This design comes from an exercise in tuning for small area, a short achievable clock period and few clock cycles on the open sky130 flow, not from production work. RTL that was checked went through simulation tests only; none was proved equivalent to the original. No functional check of the RTL was part of runs 1 and 5. Power is estimated from default activity; no workload was simulated.

==> flow/design.v <==
module dz3_tile_scrambler (
    input  wire        clk,
    input  wire        rst_n,
    input  wire        cmd_valid,
    output reg         cmd_ready,
    input  wire        cmd_dir,
    input  wire [63:0] cmd_block,
    input  wire [63:0] cmd_page,
    input  wire [63:0] cmd_slot,
    input  wire        in_valid,
    output reg         in_ready,
    input  wire [63:0] in_data,
    output reg         out_valid,
    output reg  [63:0] out_data,
    output reg         res_valid,
    output reg         res_crc_ok
);
    localparam [31:0] RESIDUE = 32'hB798_B438;
    localparam [9:0]  BEAT_CMD = 10'd398;
    localparam [9:0]  BEAT_LAST = 10'd515;
    reg [63:0] p_sr, s_sr, b_sr;    
    reg [13:0] p_h;                 
    reg [7:0]  s_h;
    reg [3:0]  b_h;
    reg [2:0]  pcol_n, qcol_n;      
    reg [2:0]  pcol_c, qcol_c;      
    reg        pq_c;                
    reg        fa_c;                
    reg [6:0]  jc;                  
    reg        wrapped;
    reg        eng;                 
    reg        dir_n;               
    function [2:0] popc6;
        input [5:0] x;
        reg s1, c1, s2, c2, h, hc, b1, b2;
        begin
            {c1, s1} = x[0] + x[1] + x[2];
            {c2, s2} = x[3] + x[4] + x[5];
            {hc, h}  = s1 + s2;
            {b2, b1} = c1 + c2 + hc;
            popc6 = {b2, b1, h};
        end
    endfunction
    function [2:0] popc7;
        input [6:0] x;
        reg s1, c1, s2, c2, s3, c3, b1, b2;
        begin
            {c1, s1} = x[0] + x[1] + x[2];
            {c2, s2} = x[3] + x[4] + x[5];
            {c3, s3} = s1 + s2 + x[6];
            {b2, b1} = c1 + c2 + c3;
            popc7 = {b2, b1, s3};
        end
    endfunction
    wire [2:0] pcol_nx = popc6({p_h[13], p_h[11], !p_h[7], p_h[4], !p_h[1], !p_sr[1]});
    wire [2:0] qcol_nx = popc7({s_h[7], !s_h[2], s_sr[1], b_h[3], b_h[1], b_h[0], !b_sr[1]});
    wire [2:0] pcol_n0 = 3'd2 + !cmd_page[0];
    wire [2:0] qcol_n0 = 3'd1 + cmd_slot[0] + !cmd_block[0];
    wire [3:0] pcol_sum = pcol_n + pcol_c;
    wire [3:0] qcol_sum = qcol_n + qcol_c;
    wire       sum_bit  = pcol_sum[0] ^ qcol_sum[0] ^ pq_c;
    wire       pq_co    = (pcol_sum[0] & qcol_sum[0]) | (pq_c & (pcol_sum[0] | qcol_sum[0]));
    wire       s_bit  = sum_bit & (jc < 7'd64) & !wrapped;
    wire       a_lsb  = p_sr[41] & (wrapped | (jc >= 7'd23));
    wire       fa_sum = a_lsb ^ s_bit ^ fa_c;
    wire       fa_co  = (a_lsb & s_bit) | (a_lsb & fa_c) | (s_bit & fa_c);
    wire [22:0] seed  = p_sr[63:41];
    wire       seed_ok = eng & wrapped & (jc == 7'd46) & !fa_c;
    reg  [22:0] lfsr;
    reg         dir;
    reg  [9:0]  beat;
    reg  [63:0] plain_r;
    reg  [31:0] crc;
    reg         first1, last1, last2;
    reg         beat1;              
    function [86:0] prbs64;       
        input [22:0] s_in;
        reg   [22:0] s;
        reg   [63:0] ks;
        reg          o;
        integer i;
        begin
            s = s_in;
            for (i = 0; i < 64; i = i + 1) begin
                o = s[22] ^ s[17];
                s = {s[21:0], o};
                ks[i] = o;
            end
            prbs64 = {s, ks};
        end
    endfunction
    wire [86:0] step     = prbs64(lfsr);
    wire [63:0] result   = in_data ^ step[63:0];
    wire        adv      = in_valid & in_ready;
    wire        last     = (beat == BEAT_LAST);
    wire        take     = seed_ok & (!in_ready | (adv & last));
    wire        accept   = cmd_valid & cmd_ready;
    wire [31:0] crc_base = first1 ? 32'hFFFF_FFFF : crc;
    wire [63:0] cx = {plain_r[63:32], crc_base ^ plain_r[31:0]};
    wire [31:0] cy;
    wire [412:0] cg;
    assign cg[0] = cx[32] ^ cx[55];
    assign cg[1] = cx[38] ^ cx[47];
    assign cg[2] = cx[14] ^ cx[18];
    assign cg[3] = cx[34] ^ cx[57];
    assign cg[4] = cx[33] ^ cx[52];
    assign cg[5] = cx[11] ^ cx[29];
    assign cg[6] = cx[1] ^ cx[12];
    assign cg[7] = cx[36] ^ cx[45];
    assign cg[8] = cx[42] ^ cx[58];
    assign cg[9] = cx[53] ^ cx[54];
    assign cg[10] = cx[13] ^ cx[51];
    assign cg[11] = cx[24] ^ cx[30];
    assign cg[12] = cx[15] ^ cx[27];
    assign cg[13] = cx[31] ^ cx[50];
    assign cg[14] = cx[37] ^ cx[46];
    assign cg[15] = cx[40] ^ cx[49];
    assign cg[16] = cx[39] ^ cx[48];
    assign cg[17] = cx[16] ^ cx[28];
    assign cg[18] = cx[26] ^ cg[0];
    assign cg[19] = cx[0] ^ cx[62];
    assign cg[20] = cx[25] ^ cx[44];
    assign cg[21] = cx[61] ^ cg[2];
    assign cg[22] = cx[41] ^ cx[59];
    assign cg[23] = cx[35] ^ cx[60];
    assign cg[24] = cx[22] ^ cg[1];
    assign cg[25] = cx[4] ^ cx[63];
    assign cg[26] = cx[23] ^ cg[5];
    assign cg[27] = cx[10] ^ cx[21];
    assign cg[28] = cx[43] ^ cg[11];
    assign cg[29] = cx[56] ^ cg[9];
    assign cg[30] = cx[17] ^ cg[4];
    assign cg[31] = cx[3] ^ cg[8];
    assign cg[32] = cx[5] ^ cg[17];
    assign cg[33] = cx[7] ^ cg[15];
    assign cg[34] = cx[19] ^ cg[3];
    assign cg[35] = cx[6] ^ cg[16];
    assign cg[36] = cx[20] ^ cg[7];
    assign cg[37] = cg[12] ^ cg[18];
    assign cg[38] = cx[9] ^ cg[20];
    assign cg[39] = cg[6] ^ cg[23];
    assign cg[40] = cx[2] ^ cg[10];
    assign cg[41] = cg[14] ^ cg[27];
    assign cg[42] = cx[2] ^ cx[13];
    assign cg[43] = cx[41] ^ cg[12];
    assign cg[44] = cx[0] ^ cg[24];
    assign cg[45] = cg[19] ^ cg[25];
    assign cg[46] = cx[60] ^ cg[31];
    assign cg[47] = cg[13] ^ cg[22];
    assign cg[48] = cx[8] ^ cg[28];
    assign cg[49] = cx[55] ^ cx[63];
    assign cg[50] = cx[8] ^ cx[14];
    assign cg[51] = cx[17] ^ cx[59];
    assign cg[52] = cx[58] ^ cg[19];
    assign cg[53] = cx[42] ^ cg[30];
    assign cg[54] = cx[18] ^ cg[36];
    assign cg[55] = cx[15] ^ cg[33];
    assign cg[56] = cg[9] ^ cg[32];
    assign cg[57] = cg[6] ^ cg[26];
    assign cg[58] = cg[21] ^ cg[26];
    assign cg[59] = cx[44] ^ cx[53];
    assign cg[60] = cx[35] ^ cx[49];
    assign cg[61] = cx[38] ^ cx[61];
    assign cg[62] = cx[54] ^ cx[57];
    assign cg[63] = cx[12] ^ cx[22];
    assign cg[64] = cx[11] ^ cg[14];
    assign cg[65] = cx[30] ^ cg[15];
    assign cg[66] = cx[43] ^ cg[22];
    assign cg[67] = cx[10] ^ cx[25];
    assign cg[68] = cx[16] ^ cx[21];
    assign cg[69] = cx[3] ^ cg[3];
    assign cg[70] = cx[26] ^ cx[31];
    assign cg[71] = cg[4] ^ cg[7];
    assign cg[72] = cx[4] ^ cx[23];
    assign cg[73] = cx[33] ^ cg[1];
    assign cg[74] = cx[55] ^ cg[34];
    assign cg[75] = cx[7] ^ cg[29];
    assign cg[76] = cg[10] ^ cg[13];
    assign cg[77] = cx[34] ^ cg[2];
    assign cg[78] = cg[24] ^ cg[49];
    assign cg[79] = cx[9] ^ cg[25];
    assign cg[80] = cg[31] ^ cg[35];
    assign cg[81] = cx[46] ^ cg[67];
    assign cg[82] = cx[40] ^ cg[37];
    assign cg[83] = cx[39] ^ cg[38];
    assign cg[84] = cg[40] ^ cg[68];
    assign cg[85] = cg[30] ^ cg[41];
    assign cg[86] = cg[28] ^ cg[39];
    assign cg[87] = cx[53] ^ cx[56];
    assign cg[88] = cx[36] ^ cx[56];
    assign cg[89] = cx[6] ^ cx[58];
    assign cg[90] = cx[17] ^ cx[61];
    assign cg[91] = cx[19] ^ cx[22];
    assign cg[92] = cx[19] ^ cx[21];
    assign cg[93] = cx[35] ^ cg[8];
    assign cg[94] = cx[24] ^ cx[43];
    assign cg[95] = cx[20] ^ cx[36];
    assign cg[96] = cx[28] ^ cx[48];
    assign cg[97] = cx[12] ^ cx[62];
    assign cg[98] = cx[52] ^ cg[8];
    assign cg[99] = cx[11] ^ cx[45];
    assign cg[100] = cx[29] ^ cg[0];
    assign cg[101] = cx[1] ^ cg[14];
    assign cg[102] = cx[16] ^ cx[35];
    assign cg[103] = cg[16] ^ cg[88];
    assign cg[104] = cx[29] ^ cg[16];
    assign cg[105] = cx[5] ^ cx[62];
    assign cg[106] = cx[15] ^ cx[37];
    assign cg[107] = cx[59] ^ cg[61];
    assign cg[108] = cx[2] ^ cg[23];
    assign cg[109] = cx[50] ^ cg[60];
    assign cg[110] = cx[57] ^ cg[22];
    assign cg[111] = cx[10] ^ cg[71];
    assign cg[112] = cg[34] ^ cg[36];
    assign cg[113] = cg[0] ^ cg[50];
    assign cg[114] = cg[13] ^ cg[29];
    assign cg[115] = cg[17] ^ cg[73];
    assign cg[116] = cg[11] ^ cg[95];
    assign cg[117] = cg[51] ^ cg[59];
    assign cg[118] = cx[37] ^ cg[34];
    assign cg[119] = cx[47] ^ cg[18];
    assign cg[120] = cg[5] ^ cg[103];
    assign cg[121] = cx[3] ^ cg[64];
    assign cg[122] = cx[56] ^ cg[65];
    assign cg[123] = cg[6] ^ cg[62];
    assign cg[124] = cg[29] ^ cg[42];
    assign cg[125] = cg[18] ^ cg[35];
    assign cg[126] = cx[1] ^ cg[69];
    assign cg[127] = cg[20] ^ cg[70];
    assign cg[128] = cg[4] ^ cg[33];
    assign cg[129] = cx[18] ^ cg[66];
    assign cg[130] = cg[63] ^ cg[72];
    assign cg[131] = cg[24] ^ cg[89];
    assign cg[132] = cx[13] ^ cg[25];
    assign cg[133] = cg[32] ^ cg[76];
    assign cg[134] = cg[41] ^ cg[115];
    assign cg[135] = cg[21] ^ cg[124];
    assign cg[136] = cx[32] ^ cg[43];
    assign cg[137] = cg[52] ^ cg[54];
    assign cg[138] = cg[23] ^ cg[45];
    assign cg[139] = cg[47] ^ cg[113];
    assign cg[140] = cg[39] ^ cg[122];
    assign cg[141] = cg[50] ^ cg[114];
    assign cg[142] = cg[35] ^ cg[38];
    assign cg[143] = cg[7] ^ cg[40];
    assign cg[144] = cx[6] ^ cg[44];
    assign cg[145] = cx[51] ^ cg[79];
    assign cg[146] = cg[37] ^ cg[107];
    assign cg[147] = cg[10] ^ cg[53];
    assign cg[148] = cg[21] ^ cg[45];
    assign cg[149] = cx[23] ^ cg[75];
    assign cg[150] = cx[38] ^ cg[55];
    assign cg[151] = cg[19] ^ cg[46];
    assign cg[152] = cg[48] ^ cg[119];
    assign cg[153] = cg[56] ^ cg[144];
    assign cg[154] = cg[48] ^ cg[146];
    assign cg[155] = cg[57] ^ cg[90];
    assign cg[156] = cg[58] ^ cg[81];
    assign cg[157] = cx[63] ^ cg[84];
    assign cg[158] = cg[86] ^ cg[149];
    assign cg[159] = cx[58] ^ cx[60];
    assign cg[160] = cx[27] ^ cg[159];
    assign cg[161] = cg[42] ^ cg[160];
    assign cg[162] = cg[74] ^ cg[120];
    assign cg[163] = cg[129] ^ cg[32];
    assign cg[164] = cg[44] ^ cg[161];
    assign cg[165] = cg[85] ^ cg[162];
    assign cg[166] = cg[163] ^ cg[164];
    assign cg[167] = cg[165] ^ cg[166];
    assign cg[168] = cx[20] ^ cx[28];
    assign cg[169] = cg[168] ^ cg[80];
    assign cg[170] = cg[117] ^ cg[118];
    assign cg[171] = cg[44] ^ cg[140];
    assign cg[172] = cg[58] ^ cg[169];
    assign cg[173] = cg[170] ^ cg[171];
    assign cg[174] = cg[172] ^ cg[173];
    assign cg[175] = cg[61] ^ cg[62];
    assign cg[176] = cg[72] ^ cg[92];
    assign cg[177] = cg[104] ^ cg[42];
    assign cg[178] = cg[175] ^ cg[47];
    assign cg[179] = cg[55] ^ cg[176];
    assign cg[180] = cg[177] ^ cg[86];
    assign cg[181] = cg[137] ^ cg[178];
    assign cg[182] = cg[179] ^ cg[180];
    assign cg[183] = cg[181] ^ cg[182];
    assign cg[184] = cx[39] ^ cx[61];
    assign cg[185] = cg[15] ^ cg[184];
    assign cg[186] = cg[91] ^ cg[101];
    assign cg[187] = cg[105] ^ cg[20];
    assign cg[188] = cg[185] ^ cg[116];
    assign cg[189] = cg[46] ^ cg[186];
    assign cg[190] = cg[187] ^ cg[139];
    assign cg[191] = cg[188] ^ cg[189];
    assign cg[192] = cg[157] ^ cg[190];
    assign cg[193] = cg[191] ^ cg[192];
    assign cg[194] = cx[62] ^ cg[79];
    assign cg[195] = cg[80] ^ cg[112];
    assign cg[196] = cg[82] ^ cg[133];
    assign cg[197] = cg[194] ^ cg[195];
    assign cg[198] = cg[156] ^ cg[196];
    assign cg[199] = cg[197] ^ cg[198];
    assign cg[200] = cg[3] ^ cg[2];
    assign cg[201] = cg[63] ^ cg[116];
    assign cg[202] = cg[125] ^ cg[40];
    assign cg[203] = cg[200] ^ cg[138];
    assign cg[204] = cg[150] ^ cg[201];
    assign cg[205] = cg[202] ^ cg[203];
    assign cg[206] = cg[204] ^ cg[205];
    assign cg[207] = cx[43] ^ cx[8];
    assign cg[208] = cg[96] ^ cg[108];
    assign cg[209] = cg[13] ^ cg[51];
    assign cg[210] = cg[207] ^ cg[78];
    assign cg[211] = cg[126] ^ cg[55];
    assign cg[212] = cg[208] ^ cg[209];
    assign cg[213] = cg[210] ^ cg[211];
    assign cg[214] = cg[212] ^ cg[156];
    assign cg[215] = cg[213] ^ cg[214];
    assign cg[216] = cx[44] ^ cx[9];
    assign cg[217] = cx[28] ^ cg[69];
    assign cg[218] = cg[105] ^ cg[109];
    assign cg[219] = cg[10] ^ cg[216];
    assign cg[220] = cg[130] ^ cg[217];
    assign cg[221] = cg[218] ^ cg[219];
    assign cg[222] = cg[85] ^ cg[220];
    assign cg[223] = cg[221] ^ cg[154];
    assign cg[224] = cg[222] ^ cg[223];
    assign cg[225] = cx[24] ^ cg[87];
    assign cg[226] = cx[27] ^ cg[225];
    assign cg[227] = cg[77] ^ cg[111];
    assign cg[228] = cg[131] ^ cg[26];
    assign cg[229] = cg[226] ^ cg[83];
    assign cg[230] = cg[133] ^ cg[138];
    assign cg[231] = cg[227] ^ cg[228];
    assign cg[232] = cg[229] ^ cg[230];
    assign cg[233] = cg[231] ^ cg[232];
    assign cg[234] = cx[33] ^ cx[41];
    assign cg[235] = cx[45] ^ cx[25];
    assign cg[236] = cg[234] ^ cg[235];
    assign cg[237] = cg[131] ^ cg[21];
    assign cg[238] = cg[236] ^ cg[82];
    assign cg[239] = cg[237] ^ cg[157];
    assign cg[240] = cg[158] ^ cg[238];
    assign cg[241] = cg[239] ^ cg[240];
    assign cg[242] = cx[54] ^ cx[5];
    assign cg[243] = cx[7] ^ cx[8];
    assign cg[244] = cg[1] ^ cg[94];
    assign cg[245] = cg[106] ^ cg[27];
    assign cg[246] = cg[242] ^ cg[243];
    assign cg[247] = cg[127] ^ cg[244];
    assign cg[248] = cg[245] ^ cg[246];
    assign cg[249] = cg[151] ^ cg[58];
    assign cg[250] = cg[247] ^ cg[248];
    assign cg[251] = cg[249] ^ cg[250];
    assign cg[252] = cx[16] ^ cg[91];
    assign cg[253] = cg[99] ^ cg[6];
    assign cg[254] = cg[45] ^ cg[252];
    assign cg[255] = cg[253] ^ cg[142];
    assign cg[256] = cg[254] ^ cg[154];
    assign cg[257] = cg[255] ^ cg[256];
    assign cg[258] = cx[48] ^ cx[52];
    assign cg[259] = cx[21] ^ cg[258];
    assign cg[260] = cg[66] ^ cg[70];
    assign cg[261] = cg[33] ^ cg[259];
    assign cg[262] = cg[78] ^ cg[118];
    assign cg[263] = cg[38] ^ cg[260];
    assign cg[264] = cg[261] ^ cg[137];
    assign cg[265] = cg[57] ^ cg[262];
    assign cg[266] = cg[263] ^ cg[264];
    assign cg[267] = cg[265] ^ cg[266];
    assign cg[268] = cx[63] ^ cx[0];
    assign cg[269] = cg[3] ^ cg[59];
    assign cg[270] = cg[109] ^ cg[268];
    assign cg[271] = cg[269] ^ cg[32];
    assign cg[272] = cg[53] ^ cg[54];
    assign cg[273] = cg[270] ^ cg[57];
    assign cg[274] = cg[271] ^ cg[272];
    assign cg[275] = cg[152] ^ cg[273];
    assign cg[276] = cg[274] ^ cg[275];
    assign cg[277] = cx[51] ^ cx[52];
    assign cg[278] = cx[55] ^ cx[57];
    assign cg[279] = cx[10] ^ cg[277];
    assign cg[280] = cg[278] ^ cg[99];
    assign cg[281] = cg[11] ^ cg[279];
    assign cg[282] = cg[39] ^ cg[47];
    assign cg[283] = cg[280] ^ cg[281];
    assign cg[284] = cg[83] ^ cg[282];
    assign cg[285] = cg[283] ^ cg[153];
    assign cg[286] = cg[284] ^ cg[285];
    assign cg[287] = cx[40] ^ cx[60];
    assign cg[288] = cx[31] ^ cg[287];
    assign cg[289] = cg[98] ^ cg[288];
    assign cg[290] = cg[75] ^ cg[81];
    assign cg[291] = cg[125] ^ cg[289];
    assign cg[292] = cg[143] ^ cg[290];
    assign cg[293] = cg[291] ^ cg[155];
    assign cg[294] = cg[292] ^ cg[293];
    assign cg[295] = cx[27] ^ cg[97];
    assign cg[296] = cg[110] ^ cg[121];
    assign cg[297] = cg[128] ^ cg[295];
    assign cg[298] = cg[135] ^ cg[296];
    assign cg[299] = cg[297] ^ cg[152];
    assign cg[300] = cg[298] ^ cg[299];
    assign cg[301] = cg[73] ^ cg[96];
    assign cg[302] = cg[97] ^ cg[74];
    assign cg[303] = cg[132] ^ cg[38];
    assign cg[304] = cg[43] ^ cg[46];
    assign cg[305] = cg[301] ^ cg[141];
    assign cg[306] = cg[302] ^ cg[303];
    assign cg[307] = cg[304] ^ cg[305];
    assign cg[308] = cg[306] ^ cg[307];
    assign cg[309] = cx[49] ^ cx[54];
    assign cg[310] = cx[26] ^ cg[309];
    assign cg[311] = cg[64] ^ cg[92];
    assign cg[312] = cg[108] ^ cg[36];
    assign cg[313] = cg[310] ^ cg[21];
    assign cg[314] = cg[44] ^ cg[53];
    assign cg[315] = cg[311] ^ cg[312];
    assign cg[316] = cg[136] ^ cg[145];
    assign cg[317] = cg[313] ^ cg[314];
    assign cg[318] = cg[315] ^ cg[316];
    assign cg[319] = cg[317] ^ cg[318];
    assign cg[320] = cx[50] ^ cx[15];
    assign cg[321] = cx[20] ^ cg[87];
    assign cg[322] = cg[42] ^ cg[110];
    assign cg[323] = cg[320] ^ cg[321];
    assign cg[324] = cg[322] ^ cg[323];
    assign cg[325] = cg[151] ^ cg[324];
    assign cg[326] = cg[155] ^ cg[325];
    assign cg[327] = cx[59] ^ cg[28];
    assign cg[328] = cg[46] ^ cg[123];
    assign cg[329] = cg[84] ^ cg[148];
    assign cg[330] = cg[327] ^ cg[328];
    assign cg[331] = cg[329] ^ cg[330];
    assign cg[332] = cx[31] ^ cg[20];
    assign cg[333] = cg[120] ^ cg[126];
    assign cg[334] = cg[43] ^ cg[332];
    assign cg[335] = cg[134] ^ cg[148];
    assign cg[336] = cg[333] ^ cg[334];
    assign cg[337] = cg[335] ^ cg[336];
    assign cg[338] = cx[42] ^ cx[46];
    assign cg[339] = cx[62] ^ cg[338];
    assign cg[340] = cg[71] ^ cg[27];
    assign cg[341] = cg[339] ^ cg[129];
    assign cg[342] = cg[132] ^ cg[37];
    assign cg[343] = cg[340] ^ cg[140];
    assign cg[344] = cg[341] ^ cg[342];
    assign cg[345] = cg[343] ^ cg[344];
    assign cg[346] = cx[38] ^ cg[49];
    assign cg[347] = cg[13] ^ cg[27];
    assign cg[348] = cg[98] ^ cg[104];
    assign cg[349] = cg[346] ^ cg[21];
    assign cg[350] = cg[117] ^ cg[347];
    assign cg[351] = cg[348] ^ cg[349];
    assign cg[352] = cg[350] ^ cg[351];
    assign cg[353] = cx[48] ^ cg[1];
    assign cg[354] = cg[3] ^ cg[65];
    assign cg[355] = cg[100] ^ cg[353];
    assign cg[356] = cg[43] ^ cg[52];
    assign cg[357] = cg[354] ^ cg[355];
    assign cg[358] = cg[85] ^ cg[143];
    assign cg[359] = cg[56] ^ cg[356];
    assign cg[360] = cg[357] ^ cg[358];
    assign cg[361] = cg[359] ^ cg[360];
    assign cg[362] = cx[30] ^ cg[60];
    assign cg[363] = cg[101] ^ cg[5];
    assign cg[364] = cg[17] ^ cg[29];
    assign cg[365] = cg[30] ^ cg[362];
    assign cg[366] = cg[77] ^ cg[78];
    assign cg[367] = cg[80] ^ cg[47];
    assign cg[368] = cg[363] ^ cg[364];
    assign cg[369] = cg[365] ^ cg[366];
    assign cg[370] = cg[367] ^ cg[368];
    assign cg[371] = cg[369] ^ cg[370];
    assign cg[372] = cx[11] ^ cx[30];
    assign cg[373] = cg[93] ^ cg[372];
    assign cg[374] = cg[76] ^ cg[128];
    assign cg[375] = cg[130] ^ cg[41];
    assign cg[376] = cg[373] ^ cg[136];
    assign cg[377] = cg[56] ^ cg[374];
    assign cg[378] = cg[375] ^ cg[376];
    assign cg[379] = cg[377] ^ cg[378];
    assign cg[380] = cx[34] ^ cx[36];
    assign cg[381] = cx[12] ^ cg[380];
    assign cg[382] = cg[94] ^ cg[381];
    assign cg[383] = cg[26] ^ cg[382];
    assign cg[384] = cg[139] ^ cg[147];
    assign cg[385] = cg[383] ^ cg[153];
    assign cg[386] = cg[384] ^ cg[385];
    assign cg[387] = cg[100] ^ cg[106];
    assign cg[388] = cg[77] ^ cg[387];
    assign cg[389] = cg[142] ^ cg[147];
    assign cg[390] = cg[388] ^ cg[158];
    assign cg[391] = cg[389] ^ cg[390];
    assign cg[392] = cg[102] ^ cg[74];
    assign cg[393] = cg[111] ^ cg[127];
    assign cg[394] = cg[135] ^ cg[150];
    assign cg[395] = cg[48] ^ cg[392];
    assign cg[396] = cg[393] ^ cg[394];
    assign cg[397] = cg[395] ^ cg[396];
    assign cg[398] = cx[41] ^ cx[17];
    assign cg[399] = cg[102] ^ cg[398];
    assign cg[400] = cg[112] ^ cg[121];
    assign cg[401] = cg[37] ^ cg[52];
    assign cg[402] = cg[399] ^ cg[83];
    assign cg[403] = cg[141] ^ cg[400];
    assign cg[404] = cg[401] ^ cg[402];
    assign cg[405] = cg[403] ^ cg[404];
    assign cg[406] = cx[56] ^ cg[93];
    assign cg[407] = cg[51] ^ cg[123];
    assign cg[408] = cg[54] ^ cg[406];
    assign cg[409] = cg[82] ^ cg[134];
    assign cg[410] = cg[145] ^ cg[407];
    assign cg[411] = cg[408] ^ cg[409];
    assign cg[412] = cg[410] ^ cg[411];
    assign cy[0] = cg[167];
    assign cy[1] = cg[174];
    assign cy[2] = cg[183];
    assign cy[3] = cg[193];
    assign cy[4] = cg[199];
    assign cy[5] = cg[206];
    assign cy[6] = cg[215];
    assign cy[7] = cg[224];
    assign cy[8] = cg[233];
    assign cy[9] = cg[241];
    assign cy[10] = cg[251];
    assign cy[11] = cg[257];
    assign cy[12] = cg[267];
    assign cy[13] = cg[276];
    assign cy[14] = cg[286];
    assign cy[15] = cg[294];
    assign cy[16] = cg[300];
    assign cy[17] = cg[308];
    assign cy[18] = cg[319];
    assign cy[19] = cg[326];
    assign cy[20] = cg[331];
    assign cy[21] = cg[337];
    assign cy[22] = cg[345];
    assign cy[23] = cg[352];
    assign cy[24] = cg[361];
    assign cy[25] = cg[371];
    assign cy[26] = cg[379];
    assign cy[27] = cg[386];
    assign cy[28] = cg[391];
    assign cy[29] = cg[397];
    assign cy[30] = cg[405];
    assign cy[31] = cg[412];
    reg         in_ready_n;
    reg  [9:0]  beat_n;
    always @(*) begin
        in_ready_n = in_ready;
        if (take)
            in_ready_n = 1'b1;
        else if (adv & last)
            in_ready_n = 1'b0;
        beat_n = beat;
        if (take)
            beat_n = 10'd0;
        else if (adv)
            beat_n = beat + 10'd1;
    end
    always @(posedge clk) begin
        if (!rst_n) begin
            cmd_ready <= 1'b1;
            in_ready  <= 1'b0;
            eng       <= 1'b0;
            out_valid <= 1'b0;
            first1    <= 1'b0;
            last1     <= 1'b0;
            last2     <= 1'b0;
            res_valid <= 1'b0;
        end else begin
            cmd_ready <= !eng & !accept & (!in_ready | (beat >= BEAT_CMD));
            in_ready  <= in_ready_n;
            if (accept)
                eng <= 1'b1;
            else if (take)
                eng <= 1'b0;
            out_valid <= adv;
            first1    <= adv & (beat == 10'd0);
            last1     <= adv & last;
            last2     <= last1;
            res_valid <= last2;
        end
    end
    always @(posedge clk) begin
        if (cmd_ready) begin
            p_sr    <= cmd_page;
            s_sr    <= cmd_slot;
            b_sr    <= cmd_block;
            p_h     <= 14'd0;
            s_h     <= 8'd0;
            b_h     <= 4'd0;
            pcol_n  <= pcol_n0;
            qcol_n  <= qcol_n0;
            pcol_c  <= 3'd3;
            qcol_c  <= 3'd2;
            pq_c    <= 1'b0;
            fa_c    <= 1'b1;
            jc      <= 7'd0;
            wrapped <= 1'b0;
            dir_n   <= cmd_dir;
        end else begin
            p_sr    <= {fa_sum, p_sr[63:1]};
            s_sr    <= {1'b0, s_sr[63:1]};
            b_sr    <= {1'b0, b_sr[63:1]};
            p_h     <= {p_h[12:0], p_sr[0]};
            s_h     <= {s_h[6:0], s_sr[0]};
            b_h     <= {b_h[2:0], b_sr[0]};
            pcol_n  <= pcol_nx;
            qcol_n  <= qcol_nx;
            pcol_c  <= pcol_sum[3:1];
            qcol_c  <= qcol_sum[3:1];
            pq_c    <= pq_co;
            fa_c    <= fa_co;
            if (jc == 7'd68) begin
                jc      <= 7'd46;
                wrapped <= 1'b1;
            end else begin
                jc      <= jc + 7'd1;
            end
        end
        if (take) begin
            lfsr <= seed;
            dir  <= dir_n;
        end else if (adv) begin
            lfsr <= step[86:64];
        end
        beat     <= beat_n;
        out_data <= result;
        plain_r  <= dir ? result : in_data;
        beat1 <= adv;
        if (beat1)
            crc <= cy;
        res_crc_ok <= (crc == RESIDUE);
    end
endmodule
==> flow/flow/run.sh <==
#!/bin/bash
# The standard layout (standard.sh), with:
#  - plain buf_1 cells as the port buffers,
#  - a larger setup margin for timing repair,
#  - clock tree: clkbuf_16 root, larger sink clusters, no dummy loads.
set -euo pipefail
bash standard.sh \
  BUFFER_PORTS_ARGS="-buffer_cell sky130_fd_sc_hd__buf_1" \
  SETUP_SLACK_MARGIN=7.0 \
  CTS_ARGS="-sink_clustering_enable -repair_clock_nets -dont_use_dummy_load -root_buf sky130_fd_sc_hd__clkbuf_16 -buf_list {sky130_fd_sc_hd__clkbuf_8 sky130_fd_sc_hd__clkbuf_16} -sink_clustering_size 14 -sink_clustering_max_diameter 50" \
  finish > standard.log 2>&1
==> flow/standard.sh <==
#!/bin/bash
# synth_recipe.tcl (not shown) runs the flow's synth.tcl, then flattens the netlist and writes it again
# the make line also repeats each setting of config.mk as NAME=value (left out here)
make -C /OpenROAD-flow-scripts/flow DESIGN_CONFIG=/design/flow/config.mk WORK_HOME=/design/flow/orfs CLKGATE_MAP_FILE= SYNTH_SCRIPT=/design/flow/synth_recipe.tcl "${@:-finish}"
==> flow/config.mk <==
export PLATFORM = sky130hd
export DESIGN_NAME = dz3_tile_scrambler
export DESIGN_NICKNAME = dz3_tile_scrambler
export VERILOG_FILES = /design/flow/design.v
export SDC_FILE = /design/flow/constraint.sdc
export NUM_CORES = 4
export LEC_CHECK = 0
export CAP_MARGIN = 20
export CORE_MARGIN = 2
export CORE_UTILIZATION = 65
export PLACE_DENSITY = 0.75
export SLEW_MARGIN = 20
==> flow/constraint.sdc <==
create_clock -name core_clock -period 10.0 [get_ports {clk}]
set_input_delay 2.0000 -clock core_clock [delete_from_list [all_inputs] [get_ports {clk}]]
set_output_delay 2.0000 -clock core_clock [all_outputs]
set_load 0.01 [all_outputs]
==> impl_metrics.tcl, run 1 <==
set metrics [dict create \
    final_util_pct 76.1 \
    grt.total_usage_pct 32.8 \
    met2_usage_pct 55.5 \
    cts_root_buffer "clkbuf_16" \
    netlist_instances 1742 \
    ys_ff_latch 445 \
    final.min_clock_period_ns 3.04 \
    grt_max_degree 87 \
    start_kind "register" \
    fmax_mhz 329 \
    layout_commonest_cell "xnor2_1" \
    cts_tree "yes" \
    design_area_mm2 0.0241 \
    hold_buffers 0 \
    fin_worst_skew_ns 0.0588 \
    die_h_um 184 \
    final_hold_viol_count 0 \
    rows 65 \
    max_stage_delay_ns 0.62 \
    synth_edf_count 57 \
    p_per_area_mw_per_mm2 199 \
    synth_warnings 1 \
    worst_setup_path_end_kind "register" \
    synth-main-ff-cell "dfxtp_1" \
    ioPinCount 330 \
    critical-path-slowest-cell "xnor3_1" \
    hp-class "reg -> reg" \
    antenna_left 0 \
    overflow 0 \
    place_area_mm2 0.0225 \
    finalWorstSetupSlack_ns 6.96 \
    gr-max-usage-layer "met2" \
    reg2reg_to "crc[31]$_DFFE_PP_" \
    worstSkewPairLatency_ns 0.54 \
    stdcell_count 2460 \
    ff2ff_setup_slack_ns 6.96 \
    vias 13500 \
    holdWs_ns 0.436 \
    holdPathEnd "b_h[3]$_SDFF_PP0_" \
    area_growth_pct 14.8 \
    slew_headroom_pct 30.5 \
    p_leak_nw 9.79 \
    worstHoldStart "b_h[2]$_SDFF_PP0_" \
    worstPathCellList "xor2_2, xnor3_1, xnor3_1, xnor3_1, xnor2_1" \
    final_nets 2344 \
    cap_violations 0 \
    place.gp.congestion 1.02 \
    grt_use_met3_pct 7.27 \
    remaining_drc_errors 0 \
    critical_path_required_ns 10.30 \
    routedWlPerCell_um 22.5 \
    viasPerCell 5.49 \
    numPlacedInstances 2404 \
    cp_top_family "XOR/XNOR gates" \
    finalCritPeriodShare_pct 30.4 \
    rsz0062_at_grt "yes" \
    grt_pass1_vias 13890 \
    r2r_cells 5 \
    syn_nets 2028 \
    core_mm2 0.0316 \
    ir_drop_uv 153 \
    grt_pass1_wl_mm 81.7 \
    critPathKind "reg -> reg" \
    setup-tns-final_ns 0 \
    fp.dieW_um 184 \
    setup_viol 0 \
    status "timing/DRC/antenna clean" \
    syn_area_per_cell_um2 12.0 \
    worst_pin_slew_ns 1.03 \
    hold_path_depth 1 \
    layout_common_cells "387 x xnor2_1, 361 x dfxtp_1, 264 x buf_1, 194 x mux2_2, 149 x xor2_1" \
    drt_iter0_drc 900 \
    arrival_ns 3.34 \
    numPortBuffers 329 \
    grtUsageMet1_pct 39.6 \
    clk_pin_slew_worst_paths_ns 0.06 \
    cts_made_buffers 43 \
    htree_levels 2 \
    clockBufferDepth 3 \
    reg2reg_from "plain_r[37]$_DFF_P_" \
    antenna_found_initial 2 \
    drive_gt1_share_pct 18.7 \
    route.final.wire_length_mm 55.4 \
    hpwl_mm 42.0 \
    crit_top_cell "xnor3_1" \
    crit_buf_inv 0 \
    synth_area_mm2 0.0210 \
    power_mw 4.80 \
    seq_area_frac_synth_pct 45.2 \
    path_max_fanout 3 \
    start_util_pct 66.3 \
    firstDrtPassIters 6 \
    synth.distinct_cells 49 \
    async_reset_ff_share_pct 0 \
    die-area_mm2 0.0337 \
    clock_sinks 445 \
    drv_slew 0 \
    preCtsSetupSlack_ns 5.45 \
]
==> sequential cells by signal, indices dropped and copies added, names as in the netlist, 3 cells and up <==
signal and count:
b_sr 64, s_sr 64, jc 7, beat 10, out_data 64, b_h 4
pcol_n 3, qcol_n 3, pcol_c 3, plain_r 64, p_h 14, s_h 8
crc 32, p_sr 64, qcol_c 3, lfsr 23
==> worst reg2reg max path: stages (launching register included) <==
cell     delay [ns]
dfxtp_1        0.54
xor2_2         0.39
xnor3_1        0.62
xnor3_1        0.52
xnor3_1        0.46
xnor2_1        0.28
==> area by class of cell <==
| class | instances | area, µm² |
|---|---|---|
| timing repair inverter | 1 | 8.76 |
| fill | 2233 | 7560 |
| multi-input combinational | 1195 | 11300 |
| tap | 402 | 503 |
| inverter | 31 | 141 |
| sequential | 445 | 9520 |
| clock buffer | 43 | 1080 |
| timing repair buffer | 341 | 1570 |
| antenna | 2 | 5.00 |
==> cell usage after synthesis (all sizes together) (7+ instances only) <==
master  count  area [µm²]
xnor2     408        3690
dfxtp     388        7770
mux2      194        2180
xor2      153        1350
nor2      144         541
nand2      80         300
xnor3      76        1720
clkbuf     59         223
edfxtp     57        1710
inv        30         113
nor2b      27         169
nand2b     15        93.8
buf        14        73.8
ha         14         175
fa         11         220
xor3       10         239
a21oi       9        45.0
nand3       8        40.0
nor3        7        35.0
==> report_power, final <==
group	internal, mW	total [mW]	switching (mW)
clock network	0.752	1.37	0.617
logic	0.753	1.34	0.592
registers	2.01	2.08	0.0772
==> routing by layer <==
layer,part of all wire (%),vias up
li1,-,6231
met1,38,6488
met2,47,627
met3,8.9,154
met4,5.5,0
met5,0,-
==> worst max-delay path by stage <==
stage | startpoint | endpoint | slack [ns] | depth (start not counted)
after floorplan | in_valid | lfsr[0]$_DFFE_PP_ | 6.82 | 8
after global placement | in_valid | lfsr[4]$_DFFE_PP_ | 5.57 | 9
after detailed placement | in_valid | lfsr[4]$_DFFE_PP_ | 5.45 | 9
after CTS | in_valid | lfsr[14]$_DFFE_PP_ | 6.94 | 7
after global routing | cmd_ready$_SDFF_PN1_ | cmd_ready | 6.96 | 1
final | plain_r[37]$_DFF_P_ | crc[31]$_DFFE_PP_ | 6.96 | 5
==> timing repair <==
| item | 4_1_cts | 5_1_grt |
|---|---|---|
| gates resized for setup | 85 | 52 |
| endpoints found under the setup margin | 123 | 94 |
| gates cloned | 0 | 3 |
| buffers inserted | 5 | 3 |
| pin swaps | 0 | 2 |
==> cell families after synthesis <==
logic type	count (synthesis)	synth area share [%]
XOR/XNOR	647	33.4
flip-flops	445	45.2
AND/OR/NAND/NOR	306	6.52
multiplexers	196	10.5
buffers and inverters	104	1.97
adder cells (fa/ha/maj)	25	1.89
AO/OA/AOI/OAI	19	0.525
==> inputs of run 2 (changes only) <==
--- a/flow/design.v
+++ b/flow/design.v
@@ -20,6 +20,4 @@
     localparam [9:0]  BEAT_LAST = 10'd515;
-    reg [63:0] p_sr, s_sr, b_sr;    
-    reg [13:0] p_h;                 
-    reg [7:0]  s_h;
-    reg [3:0]  b_h;
+    reg [63:0] p_sr, s_sr, b_sr;
+    reg [3:0]  b_h;                 
     reg [2:0]  pcol_n, qcol_n;      
@@ -54,2 +52,10 @@
     endfunction
+    wire [13:0] p_h, s_h;
+    genvar gk;
+    generate
+        for (gk = 0; gk < 14; gk = gk + 1) begin : g_hist
+            assign p_h[gk] = s_sr[63-gk] & (jc > gk);
+            assign s_h[gk] = b_sr[63-gk] & (jc > gk);
+        end
+    endgenerate
     wire [2:0] pcol_nx = popc6({p_h[13], p_h[11], !p_h[7], p_h[4], !p_h[1], !p_sr[1]});
@@ -589,4 +595,2 @@
             b_sr    <= cmd_block;
-            p_h     <= 14'd0;
-            s_h     <= 8'd0;
             b_h     <= 4'd0;
@@ -603,6 +607,4 @@
             p_sr    <= {fa_sum, p_sr[63:1]};
-            s_sr    <= {1'b0, s_sr[63:1]};
-            b_sr    <= {1'b0, b_sr[63:1]};
-            p_h     <= {p_h[12:0], p_sr[0]};
-            s_h     <= {s_h[6:0], s_sr[0]};
+            s_sr    <= {p_sr[0], s_sr[63:1]};
+            b_sr    <= {s_sr[0], b_sr[63:1]};
             b_h     <= {b_h[2:0], b_sr[0]};
==> flow/flow/run.sh (replaced) <==
#!/bin/bash
# The standard layout (standard.sh), with:
#  - plain buf_1 cells as the port buffers,
#  - a larger setup margin for timing repair,
#  - clock tree: clkbuf_16 root, clkbuf_8 below it, larger sink clusters, no dummy loads.
set -euo pipefail
bash standard.sh \
  BUFFER_PORTS_ARGS="-buffer_cell sky130_fd_sc_hd__buf_1" \
  SETUP_SLACK_MARGIN=7.0 \
  CTS_ARGS="-sink_clustering_enable -repair_clock_nets -dont_use_dummy_load -root_buf sky130_fd_sc_hd__clkbuf_16 -buf_list sky130_fd_sc_hd__clkbuf_8 -sink_clustering_size 16 -sink_clustering_max_diameter 50" \
  finish > standard.log 2>&1
==> run 2 against run 1 <==
  * Still clean
  * Count of clock-buffer cells in the layout is 3 lower
  * Maximum frequency is 0.25% lower
  * Wire length is 2.9% higher
  * Critical path type is now in -> reg
  * Critical endpoint is now lfsr[22]$_DFFE_PP_
==> impl_metrics.tcl, run 2 <==
set metrics [dict create \
    layout_common_cells "429 x xnor2_1, 347 x dfxtp_1, 283 x buf_1, 194 x mux2_2, 146 x nor2_1" \
    setup-tns-final_ns 0 \
    final_nets 2347 \
    viasPerCell 5.54 \
    fmax_mhz 328 \
    netlist_instances 1741 \
    arrival_ns 3.25 \
    slew_headroom_pct 31.8 \
    vias 13602 \
    area_growth_pct 12.6 \
    routedWlPerCell_um 23.2 \
    final.min_clock_period_ns 3.05 \
    fin_worst_skew_ns 0.0715 \
    r2r_cells 6 \
    start_kind "primary input" \
    seq_area_frac_synth_pct 44.2 \
    drv_slew 0 \
    grt_pass1_vias 13866 \
    hp-class "reg -> reg" \
    p_clk_share_pct 22.2 \
    clk_pin_slew_worst_paths_ns 0.10 \
    synth.most_common_cell "xnor2_1" \
    p_per_area_mw_per_mm2 186 \
    place.gp.congestion 0.961 \
    clockBufferDepth 3 \
    die_h_um 181 \
    setup_viol 0 \
    pwr-share-seq_pct 46.5 \
    design_area_mm2 0.0230 \
    numPortBuffers 329 \
    grt_max_degree 80 \
    rsz0062_at_grt "yes" \
    combPwrFrac_pct 31.3 \
    remaining_drc_errors 0 \
    internal_power_mw 3.06 \
    holdWs_ns 0.426 \
    place_area_mm2 0.0220 \
    layout_commonest_cell "xnor2_1" \
    worst_pin_slew_ns 1.02 \
    synth_edf_count 57 \
    overflow 0 \
    fp.dieW_um 181 \
    synth_top_cell_by_area "dfxtp_1" \
    critPathKind "in -> reg" \
    synth_warnings 1 \
    worst_setup_path_end_kind "register" \
    synth_area_mm2 0.0205 \
    cts_root_buffer "clkbuf_16" \
    hpwl_mm 43.7 \
    path_max_fanout 11 \
    netlist_top_cells_count "435 x xnor2_1, 366 x dfxtp_1, 194 x mux2_2" \
    cap_violations 0 \
    grt.total_usage_pct 34.3 \
    drt_iter0_drc 1156 \
    ir_drop_uv 133 \
    finalCritPeriodShare_pct 30.5 \
    critical_path_required_ns 10.20 \
    antenna_left 0 \
    power.share.switching_pct 28.7 \
    start_util_pct 66.4 \
    drive_gt1_share_pct 17.2 \
    cts_tree "yes" \
    status "timing/DRC/antenna clean" \
    htree_levels 2 \
    worstSkewPairLatency_ns 0.52 \
    grt_pass1_wl_mm 83.7 \
    final_hold_viol_count 0 \
    p_leak_nw 9.24 \
    hold_path_depth 1 \
    synth_top_area_share_pct 35.8 \
    hold_buffers 0 \
    ys_ff_latch 423 \
    route.final.wire_length_mm 57.0 \
    antenna_found_initial 1 \
    syn_area_per_cell_um2 11.8 \
    synth.distinct_cells 44 \
    ioPinCount 330 \
    synth-main-ff-cell "dfxtp_1" \
    cts_made_buffers 40 \
    final_util_pct 74.7 \
    firstDrtPassIters 5 \
    rows 64 \
    yosys-top-cells-area "dfxtp_1 36%, xnor2_1 19%, mux2_2 11%" \
    syn_nets 2028 \
    diodes 0 \
    async_reset_ff_share_pct 0 \
    clock_sinks 423 \
    p_sw_mw 1.23 \
    core_mm2 0.0308 \
    die-area_mm2 0.0329 \
]
run 2: cell types whose count changed in the layout (fill, tap and decap cells not counted), moves of 11 or more:
cell       change
buf_1         +19
buf_2         -21
clkbuf_8      +35
xnor2_1       +42
nor2b_1       -21
clkbuf_2      +11
dfxtp_1       -14
clkbuf_16     -38
run 2: power groups by stage:
stage / clock (mW) / sequential (mW) / combinational (mW)
floorplan: 0 / 2.00 / 1.01
global placement: 0 / 2.03 / 1.27
detailed placement: 0 / 2.04 / 1.29
CTS: 0.960 / 1.99 / 1.32
global route: 1.02 / 2.00 / 1.42
finish: 0.951 / 1.99 / 1.34
run 2: through the flow:
step	total power, mW	setup WS (ns)	instances
2_1_floorplan	3.01	6.83	1741
3_3_place_gp	3.30	5.19	2400
3_5_place_dp	3.33	5.75	2400
4_1_cts	4.27	6.95	2447
5_1_grt	4.44	6.95	2454
6_report	4.29	6.95	2454
run 2: logic make-up (layout without fill, tap and decap cells):
logic type	after synthesis	after routing	share of synthesized area, %
XOR/XNOR	667	667	34.0
buffers and inverters	104	418	1.98
flip-flops	423	423	44.2
adder cells (fa/ha/maj)	26	26	1.99
AND/OR/NAND/NOR	295	298	6.25
AO/OA/AOI/OAI	30	30	0.862
multiplexers	196	196	10.8
run 2: final timing paths:
kind / from / endpoint / slack, ns
hold reg to reg: last1$_SDFF_PN0_ / last2$_SDFF_PN0_ / 0.43
hold / removal: last1$_SDFF_PN0_ / last2$_SDFF_PN0_ / 0.43
setup / recovery: in_valid / lfsr[22]$_DFFE_PP_ / 6.95
setup reg to reg: plain_r[55]$_DFF_P_ / crc[4]$_DFFE_PP_ / 6.98
run 2: worst max-delay path: stages:
cell and delay, ns:
buf_2 0.16, nand2_8 0.11, inv_6 0.09, nand3_2 0.11
o21ai_4 0.28, nand2b_4 0.24, nand2_4 0.25
run 2: area by class of cell:
cell class                 instances  area, µm²
sequential                       423       9070
fill                            2117       7800
clock buffer                      40        607
inverter                          32        138
tap                              396        495
multi-input combinational       1217      11200
timing repair inverter             1       8.76
timing repair buffer             345       1500
run 2: per-layer routing:
metal / global-route usage, % / share of wire (%)
met1: 42.8 / 39
met2: 58.4 / 48
met3: 6.92 / 9.0
met4: 14.1 / 4.5
met5: 0 / 0.023
run 2: what timing repair did:
| action | CTS | global route |
|---|---|---|
| hold endpoints to repair | 0 | 0 |
| resized for setup | 42 | 56 |
| setup endpoints to repair | 96 | 75 |
| buffers inserted | 5 | 5 |
| pin swaps | 1 | 1 |
| cloned | 2 | 2 |
Testbench counts of run 2, summed over its fixed seeds: cycles 66,640.
==> inputs of run 3 (changes only) <==
==> flow/flow/run.sh (replaced) <==
#!/bin/bash
# The standard layout (standard.sh), with:
#  - plain buf_1 cells as the port buffers,
#  - a larger setup margin for timing repair,
#  - clock tree: clkbuf_16 buffers, large sink clusters (a shallow tree), no dummy loads.
set -euo pipefail
bash standard.sh \
  BUFFER_PORTS_ARGS="-buffer_cell sky130_fd_sc_hd__buf_1" \
  SETUP_SLACK_MARGIN=7.0 \
  CTS_ARGS="-sink_clustering_enable -repair_clock_nets -dont_use_dummy_load -buf_list sky130_fd_sc_hd__clkbuf_16 -sink_clustering_size 30 -sink_clustering_max_diameter 80" \
  finish > standard.log 2>&1
==> run 3 against run 2 <==
  * Still clean
  * Die area stayed put
  * Global-route usage is 0.13 points higher
  * Area after synthesis stayed put
  * Sequential cell count stayed put
  * Setup slack worse by 0.0017 ns
  * Clock power is 7.0% lower
  * Maximum frequency hardly changed
  * Register-to-register slack better by 0.06 ns
  * Final cell count is 0.90% lower
  * Critical path type is now reg -> out
==> impl_metrics.tcl, run 3 <==
set metrics [dict create \
    cap_violations 0 \
    setup_viol 0 \
    synth-main-ff-cell "dfxtp_1" \
    synth_top_area_share_pct 35.8 \
    viasPerCell 5.53 \
    place.gp.congestion 0.961 \
    final_nets 2325 \
    final_hold_viol_count 0 \
    critical-path-slowest-cell "dfxtp_4" \
    rsz0062_at_grt "yes" \
    overflow 0 \
    layout_common_cells "427 x xnor2_1, 324 x dfxtp_1, 260 x buf_1, 194 x mux2_2, 147 x nor2_1" \
    synth_edf_count 57 \
    synth_top_cell_by_area "dfxtp_1" \
    worstSkewPairLatency_ns 0.56 \
    synth_area_mm2 0.0205 \
    drv_slew 0 \
    firstDrtPassIters 5 \
    synthAdderAreaFrac_pct 1.99 \
    grt_pass1_wl_mm 84.1 \
    design_area_mm2 0.0232 \
    p_leak_nw 9.29 \
    ys_ff_latch 423 \
    grt.total_usage_pct 34.4 \
    ioPinCount 330 \
    syn_nets 2028 \
    worstPathCellList "buf_6" \
    yosys-top-cells-area "dfxtp_1 36%, xnor2_1 19%, mux2_2 11%" \
    final.min_clock_period_ns 3.05 \
    numPortBuffers 329 \
    drt_iter0_drc 1094 \
    grt_pass1_vias 13861 \
    cts_root_buffer "clkbuf_16" \
    critical_path_required_ns 8.00 \
    fin_worst_skew_ns 0.0819 \
    diodes 0 \
    async_reset_ff_share_pct 0 \
    setup-tns-final_ns 0 \
    worst_setup_path_end_kind "primary output" \
    start_util_pct 66.4 \
    synth_xor_area_share_pct 34.0 \
    synth.distinct_cells 44 \
    grt_max_degree 80 \
    place_area_mm2 0.0220 \
    crit_buf_inv 1 \
    status "timing/DRC/antenna clean" \
    drive_gt1_share_pct 18.9 \
    ir_drop_uv 170 \
    cts_made_buffers 20 \
    cts_tree "yes" \
    area_growth_pct 13.3 \
    synth_top_family_by_area "XOR/XNOR gates" \
    synthSimpleGateAreaFrac_pct 6.25 \
    synth_warnings 1 \
    route.final.wire_length_mm 57.4 \
    htree_levels 1 \
    die-area_mm2 0.0329 \
    synth_mux_area_share_pct 10.8 \
    clk_pin_slew_worst_paths_ns 0.11 \
    path_max_fanout 2 \
    remaining_drc_errors 0 \
    vias 13455 \
    antenna_found_initial 1 \
    power_mw 4.23 \
    netlist_top_cells_count "435 x xnor2_1, 366 x dfxtp_1, 194 x mux2_2" \
    critPathKind "reg -> out" \
    netlist_instances 1741 \
    syn_area_per_cell_um2 11.8 \
    layout_commonest_cell "xnor2_1" \
    clockBufferDepth 3 \
    hold_buffers 0 \
    finalCritPeriodShare_pct 30.5 \
    slew_headroom_pct 30.4 \
    worst_pin_slew_ns 1.04 \
    start_kind "register" \
    synth.most_common_cell "xnor2_1" \
    rows 64 \
    antenna_left 0 \
    hp-class "reg -> reg" \
    fp.dieW_um 181 \
    fmax_mhz 328 \
    max_stage_delay_ns 0.38 \
    seq_area_frac_synth_pct 44.2 \
    routedWlPerCell_um 23.6 \
    p_per_area_mw_per_mm2 183 \
    core_mm2 0.0308 \
    hpwl_mm 43.7 \
    cp_top_family "flip-flops" \
    arrival_ns 1.05 \
    synth_compound_area_share_pct 0.862 \
    die_h_um 181 \
    clock_sinks 423 \
]
[run 3: cell types whose count changed in the layout (fill, tap and decap cells not counted), moves of 2 or more]
| cell | change |
|---|---|
| xnor2_1 | -2 |
| clkbuf_8 | -35 |
| buf_2 | +20 |
| dfxtp_2 | +23 |
| xnor3_2 | +4 |
| buf_6 | +28 |
| clkbuf_2 | -25 |
| xnor2_2 | +2 |
| xnor3_1 | -4 |
| dfxtp_1 | -23 |
| buf_1 | -23 |
| clkbuf_16 | +15 |
[run 3: logic make-up after synthesis]
kind of cell | count (synthesis)
flip-flops | 423
multiplexers | 196
adder cells (fa/ha/maj) | 26
buffers and inverters | 104
XOR/XNOR | 667
AO/OA/AOI/OAI | 30
AND/OR/NAND/NOR | 295
[run 3: layout make-up]
cell class	instances	area, µm²
well taps	396	495
repair inverters	1	8.76
multi-input cells	1216	11200
repair buffers	344	1690
inverters	32	138
clock buffers	20	500
flip-flops and latches	423	9100
fillers	2061	7650
[run 3: worst paths after layout]
kind	start	endpoint	slack (ns)	cells after the start
max	in_ready$_SDFFE_PN0P_	in_ready	6.95	1
min	last1$_SDFF_PN0_	last2$_SDFF_PN0_	0.43	1
max reg2reg	plain_r[38]$_DFF_P_	crc[0]$_DFFE_PP_	7.04	5
min reg2reg	last1$_SDFF_PN0_	last2$_SDFF_PN0_	0.43	1
[run 3: repair_timing]
item | in CTS | in global routing
resized for setup | 121 | 57
setup endpoints to repair | 144 | 62
pin swaps | 1 | 2
gates cloned | 2 | 1
setup buffers | 5 | 4
[run 3: per-layer routing]
layer | up-vias | part of all wire [%] | routed length (µm) | track usage (%)
met5 | - | 0.021 | 12 | 0
met4 | 2 | 4.7 | 2690 | 14.1
met3 | 129 | 8.4 | 4820 | 6.80
met2 | 611 | 48 | 27800 | 59.1
met1 | 6529 | 38 | 22100 | 42.6
li1 | 6184 | - | - | -
[run 3: through the flow]
| stage | std cells | setup WS (ns) | util, % | hold WS [ns] |
|---|---|---|---|---|
| after floorplan | 1741 | 6.83 | - | 0.400 |
| after global placement | 2400 | 5.19 | 71.4 | 0.419 |
| after detailed placement | 2400 | 5.75 | 71.4 | 0.417 |
| after CTS | 2427 | 6.92 | 74.2 | 0.416 |
| after global routing | 2432 | 6.91 | 75.2 | 0.423 |
| final | 2432 | 6.95 | 75.2 | 0.432 |
[run 3: where the power goes]
part | internal (mW) | leakage [nW] | switching [mW]
logic | 0.746 | 5.45 | 0.608
clock network | 0.360 | 0.246 | 0.523
registers | 1.92 | 3.59 | 0.0787
total | 3.02 | 9.29 | 1.21
==> inputs of run 4 (changes only) <==
==> flow/flow/run.sh (replaced) <==
#!/bin/bash
# The standard layout (standard.sh), with:
#  - plain buf_1 cells as the port buffers,
#  - a larger setup margin for timing repair,
#  - clock tree: clkbuf_8 buffers, larger sink clusters, no dummy loads.
set -euo pipefail
bash standard.sh \
  BUFFER_PORTS_ARGS="-buffer_cell sky130_fd_sc_hd__buf_1" \
  SETUP_SLACK_MARGIN=7.0 \
  CTS_ARGS="-sink_clustering_enable -repair_clock_nets -dont_use_dummy_load -buf_list sky130_fd_sc_hd__clkbuf_8 -sink_clustering_size 16 -sink_clustering_max_diameter 50" \
  finish > standard.log 2>&1
==> run 4 against run 3 <==
  * Still clean
  * Combinational power about the same
  * Clock skew decreased by 0.012 ns
  * Global-route usage increased by 0.16 points
  * Final cell count increased by 0.82%
  * Worst hold slack got worse by 0.0060 ns
  * Non-clock buffer count increased by 1
  * Largest cell class unchanged
==> impl_metrics.tcl, run 4 <==
set metrics [dict create \
    arrival_ns 1.07 \
    htree_levels 2 \
    slew_headroom_pct 29.5 \
    ir_drop_uv 133 \
    start_kind "register" \
    final.min_clock_period_ns 3.07 \
    drt_iter0_drc 1079 \
    syn_nets 2028 \
    worstPathCellList "buf_6" \
    worst_setup_path_end_kind "primary output" \
    synth_area_mm2 0.0205 \
    ff_latch_area_mm2 0.00910 \
    remaining_drc_errors 0 \
    grt_pass1_vias 13911 \
    critPathKind "reg -> out" \
    grt_pass1_wl_mm 84.4 \
    cp_top_family "flip-flops" \
    layout_commonest_cell "xnor2_1" \
    yosys-top-cells-area "dfxtp_1 36%, xnor2_1 19%, mux2_2 11%" \
    overflow 0 \
    reg2reg_from "plain_r[42]$_DFF_P_" \
    fp.dieW_um 181 \
    grt.total_usage_pct 34.6 \
    cts_made_buffers 40 \
    area_growth_pct 13.6 \
    vias 13570 \
    hp-class "reg -> reg" \
    drive_gt1_share_pct 19.6 \
    antenna_found_initial 1 \
    worstHoldStart "s_sr[45]$_DFF_P_" \
    hold_path_depth 1 \
    gr-max-usage-layer "met2" \
    numPortBuffers 329 \
    synth.most_common_cell "xnor2_1" \
    ff2ff_setup_slack_ns 7.04 \
    netlist_instances 1741 \
    ioPinCount 330 \
    core_mm2 0.0308 \
    cts_root_buffer "clkbuf_8" \
    syn_area_per_cell_um2 11.8 \
    synth_edf_count 57 \
    seq_area_frac_synth_pct 44.2 \
    synth_warnings 1 \
    r2r_cells 6 \
    fin_worst_skew_ns 0.0698 \
    crit_buf_inv 1 \
    setup-tns-final_ns 0 \
    synth.distinct_cells 44 \
    met2_usage_pct 59.7 \
    p_per_area_mw_per_mm2 183 \
    antenna_left 0 \
    firstDrtPassIters 5 \
    final_nets 2345 \
    finalCritPeriodShare_pct 30.7 \
    worstSkewPairLatency_ns 0.58 \
    reg2reg_to "crc[10]$_DFFE_PP_" \
    viasPerCell 5.53 \
    critical_path_required_ns 8.00 \
    cts_tree "yes" \
    clock_sinks 423 \
    grtUsageMet1_pct 43.4 \
    grt_max_degree 80 \
    path_max_fanout 2 \
    clockBufferDepth 3 \
    diodes 0 \
    clk_pin_slew_worst_paths_ns 0.10 \
    start_util_pct 66.4 \
    place.gp.congestion 0.961 \
    ys_ff_latch 423 \
    critical-path-slowest-cell "dfxtp_4" \
    fmax_mhz 326 \
    final_util_pct 75.4 \
    worst_pin_slew_ns 1.05 \
    max_stage_delay_ns 0.37 \
    hpwl_mm 43.7 \
    synth_top_cell_by_area "dfxtp_1" \
    synth-main-ff-cell "dfxtp_1" \
    layout_common_cells "428 x xnor2_1, 321 x dfxtp_1, 260 x buf_1, 194 x mux2_2, 146 x nor2_1" \
    routedWlPerCell_um 23.5 \
    multi_input_area_mm2 0.0112 \
    cap_violations 0 \
    rsz0062_at_grt "yes" \
    synth_top_area_share_pct 35.8 \
    final_hold_viol_count 0 \
    async_reset_ff_share_pct 0 \
    route.final.wire_length_mm 57.5 \
    p_leak_nw 9.33 \
    setup_viol 0 \
    die-area_mm2 0.0329 \
    grt_use_met3_pct 6.66 \
    status "timing/DRC/antenna clean" \
    rows 64 \
    num-fill-cells 2064 \
    holdPathEnd "s_sr[44]$_DFF_P_" \
    drv_slew 0 \
    hold_buffers 0 \
    die_h_um 181 \
    netlist_top_cells_count "435 x xnor2_1, 366 x dfxtp_1, 194 x mux2_2" \
]
[run 4: cell counts after synthesis]
No cell type changed its count.
[run 4: area by class of cell]
type / count / share of cell area, %
clock buffer: 40 / 2.37
inverter: 32 / 0.592
multi-input combinational: 1216 / 48.3
sequential: 423 / 39.1
tap: 396 / 2.13
timing repair buffer: 345 / 7.45
[run 4: power by group]
part | internal [mW] | switching (mW)
Clock | 0.358 | 0.542
Sequential | 1.92 | 0.0793
Combinational | 0.748 | 0.608
Total | 3.02 | 1.23
[run 4: worst max path at each step]
stage	from	endpoint	slack [ns]	cells past startpoint
2_1_floorplan	in_valid	lfsr[0]$_DFFE_PP_	6.83	8
3_3_place_gp	in_valid	lfsr[16]$_DFFE_PP_	5.19	9
3_5_place_dp	in_valid	lfsr[3]$_DFFE_PP_	5.75	9
4_1_cts	in_ready$_SDFFE_PN0P_	in_ready	6.91	1
5_1_grt	in_ready$_SDFFE_PN0P_	in_ready	6.89	1
6_report	cmd_ready$_SDFF_PN1_	cmd_ready	6.93	1
[run 4: kinds of logic after synthesis]
kind of cell,after synthesis,synth area share (%)
AND/OR/NAND/NOR,295,6.25
AO/OA/AOI/OAI,30,0.862
buffers and inverters,104,1.98
flip-flops,423,44.2
XOR/XNOR,667,34.0
multiplexers,196,10.8
adder cells (fa/ha/maj),26,1.99
[run 4: through the flow]
| step | total power, mW | hold WS (ns) | worst slack [ns] | cells | instance area, µm² |
|---|---|---|---|---|---|
| after detailed placement | 3.33 | 0.417 | 5.75 | 2400 | 22000 |
| after global placement | 3.30 | 0.419 | 5.19 | 2400 | 22000 |
| after floorplan | 3.01 | 0.400 | 6.83 | 1741 | 20600 |
| after CTS | 4.23 | 0.423 | 6.91 | 2447 | 23000 |
| after global routing | 4.41 | 0.430 | 6.89 | 2452 | 23200 |
| final | 4.25 | 0.426 | 6.93 | 2452 | 23200 |
[run 4: repair_timing]
| item | CTS | global route |
|---|---|---|
| endpoints found under the setup margin | 144 | 80 |
| gates cloned | 2 | 0 |
| buffers inserted | 5 | 5 |
| resized for setup | 129 | 53 |
| pin swaps | 1 | 2 |
[run 4: routing by layer]
layer	vias to the layer above	routed length [µm]
met1	6587	22400
met3	132	4780
met4	2	2270
met5	-	13
met2	625	28100
li1	6224	-
==> inputs of run 5 (changes only) <==
--- a/flow/design.v
+++ b/flow/design.v
@@ -101,3 +101,7 @@
     wire        last     = (beat == BEAT_LAST);
-    wire        take     = seed_ok & (!in_ready | (adv & last));
+    wire        take_idle = seed_ok & !in_ready;
+    wire        take_last = seed_ok & in_ready & last;
+    wire        take      = take_idle | (in_valid & take_last);
+    wire        take_sel  = take_idle | take_last;
+    wire        step_en   = adv | take_idle;
     wire        accept   = cmd_valid & cmd_ready;
@@ -561,6 +565,4 @@
         beat_n = beat;
-        if (take)
-            beat_n = 10'd0;
-        else if (adv)
-            beat_n = beat + 10'd1;
+        if (step_en)
+            beat_n = take_sel ? 10'd0 : beat + 10'd1;
     end
@@ -623,8 +625,6 @@
         end
-        if (take) begin
-            lfsr <= seed;
+        if (step_en)
+            lfsr <= take_sel ? seed : step[86:64];
+        if (take)
             dir  <= dir_n;
-        end else if (adv) begin
-            lfsr <= step[86:64];
-        end
         beat     <= beat_n;
==> flow/flow/run.sh (replaced) <==
#!/bin/bash
# The standard layout (standard.sh), with:
#  - plain buf_1 cells as the port buffers,
#  - a larger setup margin for timing repair,
#  - clock tree: clkbuf_16 buffers, large sink clusters (a shallow tree), no dummy loads.
set -euo pipefail
bash standard.sh \
  BUFFER_PORTS_ARGS="-buffer_cell sky130_fd_sc_hd__buf_1" \
  SETUP_SLACK_MARGIN=6.95 \
  CTS_ARGS="-sink_clustering_enable -repair_clock_nets -dont_use_dummy_load -buf_list sky130_fd_sc_hd__clkbuf_16 -sink_clustering_size 24 -sink_clustering_max_diameter 70" \
  finish > standard.log 2>&1
==> run 5 against run 4 <==
  * Setup slack is essentially flat
  * Total power is 2.8% higher
  * Utilization down 0.80 points
  * Wire length grew 1.7%
  * Area after synthesis rose by 0.67%
  * Still clean on timing, DRC and antenna
  * Die area increased by 0.66%
  * Critical path depth grew 5
==> impl_metrics.tcl, run 5 <==
set metrics [dict create \
    grt.total_usage_pct 34.6 \
    p_leak_nw 9.43 \
    antenna_left 0 \
    power_mw 4.37 \
    cap_violations 0 \
    syn_nets 2017 \
    async_reset_ff_share_pct 0 \
    arrival_ns 3.33 \
    worstHoldStart "p_sr[18]$_DFF_P_" \
    fp.dieW_um 182 \
    final.min_clock_period_ns 3.07 \
    rows 65 \
    vias 13604 \
    ys_ff_latch 423 \
    layout_commonest_cell "xnor2_1" \
    synth_area_mm2 0.0206 \
    routedWlPerCell_um 24.0 \
    worst_setup_path_end_kind "register" \
    synth_warnings 1 \
    start_kind "register" \
    final_nets 2323 \
    crit_top_cell "xnor3_1" \
    clockBufferDepth 3 \
    clk_pin_slew_worst_paths_ns 0.09 \
    synth-main-ff-cell "dfxtp_1" \
    fin_worst_skew_ns 0.0911 \
    route.final.wire_length_mm 58.5 \
    htree_levels 1 \
    setup-tns-final_ns 0 \
    ioPinCount 330 \
    critPathKind "reg -> reg" \
    die_h_um 182 \
    max_stage_delay_ns 0.60 \
    layout_common_cells "400 x xnor2_1, 310 x dfxtp_1, 264 x buf_1, 193 x mux2_2, 154 x xor2_1" \
    synth_edf_count 67 \
    worstPathCellList "xnor2_2, xnor3_1, xnor3_1, xnor2_1, xnor3_1, xnor2_1" \
    cts_root_buffer "clkbuf_16" \
    crit_path_start "plain_r[52]$_DFF_P_" \
    hp-class "reg -> reg" \
    place.gp.congestion 1.05 \
    core_mm2 0.0314 \
    remaining_drc_errors 0 \
    die-area_mm2 0.0331 \
    viasPerCell 5.58 \
    firstDrtPassIters 7 \
    hpwl_mm 45.2 \
    slew_headroom_pct 28.8 \
    rsz0062_at_grt "yes" \
    hold_buffers 0 \
    cts_tree "yes" \
    drt_iter0_drc 1306 \
    critical_path_required_ns 10.25 \
    synth_top_area_share_pct 34.6 \
    drv_slew 0 \
    fmax_mhz 325 \
    num-fill-cells 2107 \
    worst_pin_slew_ns 1.07 \
    ff_latch_area_mm2 0.00920 \
    overflow 0 \
    status "timing/DRC/antenna clean" \
    numPortBuffers 329 \
    antenna_found_initial 2 \
    start_util_pct 65.6 \
    cts_made_buffers 27 \
    drive_gt1_share_pct 18.7 \
    seq_area_frac_synth_pct 44.4 \
    area_growth_pct 13.7 \
    diodes 0 \
    synth_top_cell_by_area "dfxtp_1" \
    critical-path-slowest-cell "dfxtp_1" \
    p_per_area_mw_per_mm2 187 \
    yosys-top-cells-area "dfxtp_1 35%, xnor2_1 17%, mux2_2 11%" \
    grt_pass1_vias 13697 \
    ir_drop_uv 161 \
    multi_input_area_mm2 0.0111 \
    synth.distinct_cells 46 \
    netlist_instances 1730 \
    clock_sinks 423 \
    finalCritPeriodShare_pct 30.7 \
    final_hold_viol_count 0 \
    synth.most_common_cell "xnor2_1" \
    path_max_fanout 4 \
    grt_pass1_wl_mm 84.3 \
    worstSkewPairLatency_ns 0.59 \
    grt_max_degree 101 \
    setup_viol 0 \
    syn_area_per_cell_um2 11.9 \
    reg2reg_from "plain_r[52]$_DFF_P_" \
    netlist_top_cells_count "404 x xnor2_1, 356 x dfxtp_1, 193 x mux2_2" \
]
-- run 5: cell types whose count changed in the layout (fill, tap and decap cells not counted), moves of 4 or more --
cell	delta
and3_1	-4
buf_1	+4
buf_2	-9
buf_4	+4
clkbuf_16	+28
clkbuf_2	+5
clkbuf_8	-40
dfxtp_1	-11
edfxtp_1	+10
nand3_1	-4
xnor2_1	-28
xnor3_1	+6
xor2_1	+10
-- run 5: final timing paths --
path	end	slack, ns	cells past startpoint
worst max-delay path	crc[24]$_DFFE_PP_	6.93	6
worst min register to register	p_sr[17]$_DFF_P_	0.43	1
worst min-delay path	p_sr[17]$_DFF_P_	0.43	1
worst max register to register	crc[24]$_DFFE_PP_	6.93	6
-- run 5: logic make-up after synthesis --
family                   share of synthesized area (%)
adder cells (fa/ha/maj)                           1.98
AND/OR/NAND/NOR                                   6.17
XOR/XNOR                                          33.8
buffers and inverters                             2.02
multiplexers                                      10.6
AO/OA/AOI/OAI                                     1.02
flip-flops                                        44.4
-- run 5: layer usage --
| metal | track usage, % | part of all wire, % | up-vias |
|---|---|---|---|
| li1 | - | - | 6180 |
| met1 | 44.7 | 39 | 6585 |
| met2 | 57.8 | 47 | 685 |
| met3 | 6.72 | 9.1 | 150 |
| met4 | 13.5 | 4.8 | 4 |
| met5 | 0 | 0.041 | - |
-- run 5: where the power goes --
group	total [mW]	internal, mW	switching, mW
Combinational	1.36	0.745	0.611
Clock	1.02	0.476	0.540
Sequential	2.00	1.92	0.0784
Total	4.37	3.14	1.23
-- run 5: what timing repair did --
action | CTS | global route
setup buffers | 5 | 7
setup endpoints to repair | 76 | 63
pin swaps | 1 | 1
gates cloned | 1 | 1
gates resized for setup | 110 | 59
-- run 5: worst max-delay path: cells and delay by family (launching register included) --
kind,cells,cell delay [ns]
xor gates and xnor gates,6,2.14
DFF,1,0.60
-- run 5: area by class of cell --
class                   count  area share, %
inverters                  33          0.529
clock buffers              27           2.88
well taps                 402           2.15
flip-flops and latches    423           39.3
multi-input cells        1201           47.5
repair buffers            350           7.68
-- run 5: metrics by stage --
| step | util (%) | std cells | instance area [µm²] | setup WS, ns | hold slack (ns) |
|---|---|---|---|---|---|
| 2_1_floorplan | - | 1730 | 20600 | 6.98 | 0.400 |
| 3_3_place_gp | 70.4 | 2395 | 22100 | 6.75 | 0.411 |
| 3_5_place_dp | 70.4 | 2395 | 22100 | 6.77 | 0.417 |
| 4_1_cts | 73.6 | 2428 | 23100 | 6.91 | 0.438 |
| 5_1_grt | 74.6 | 2436 | 23400 | 6.91 | 0.448 |
| 6_report | 74.6 | 2436 | 23400 | 6.93 | 0.432 |

Re-timed with assumed drivers on the ports (clkbuf_16 on the clock, buf_2 on other inputs), run 5 has 6.874 ns of setup slack against 6.928 ns with ideal ports, and 6.789 ns once port delays also move by the mid clock arrival of 0.608 ns.
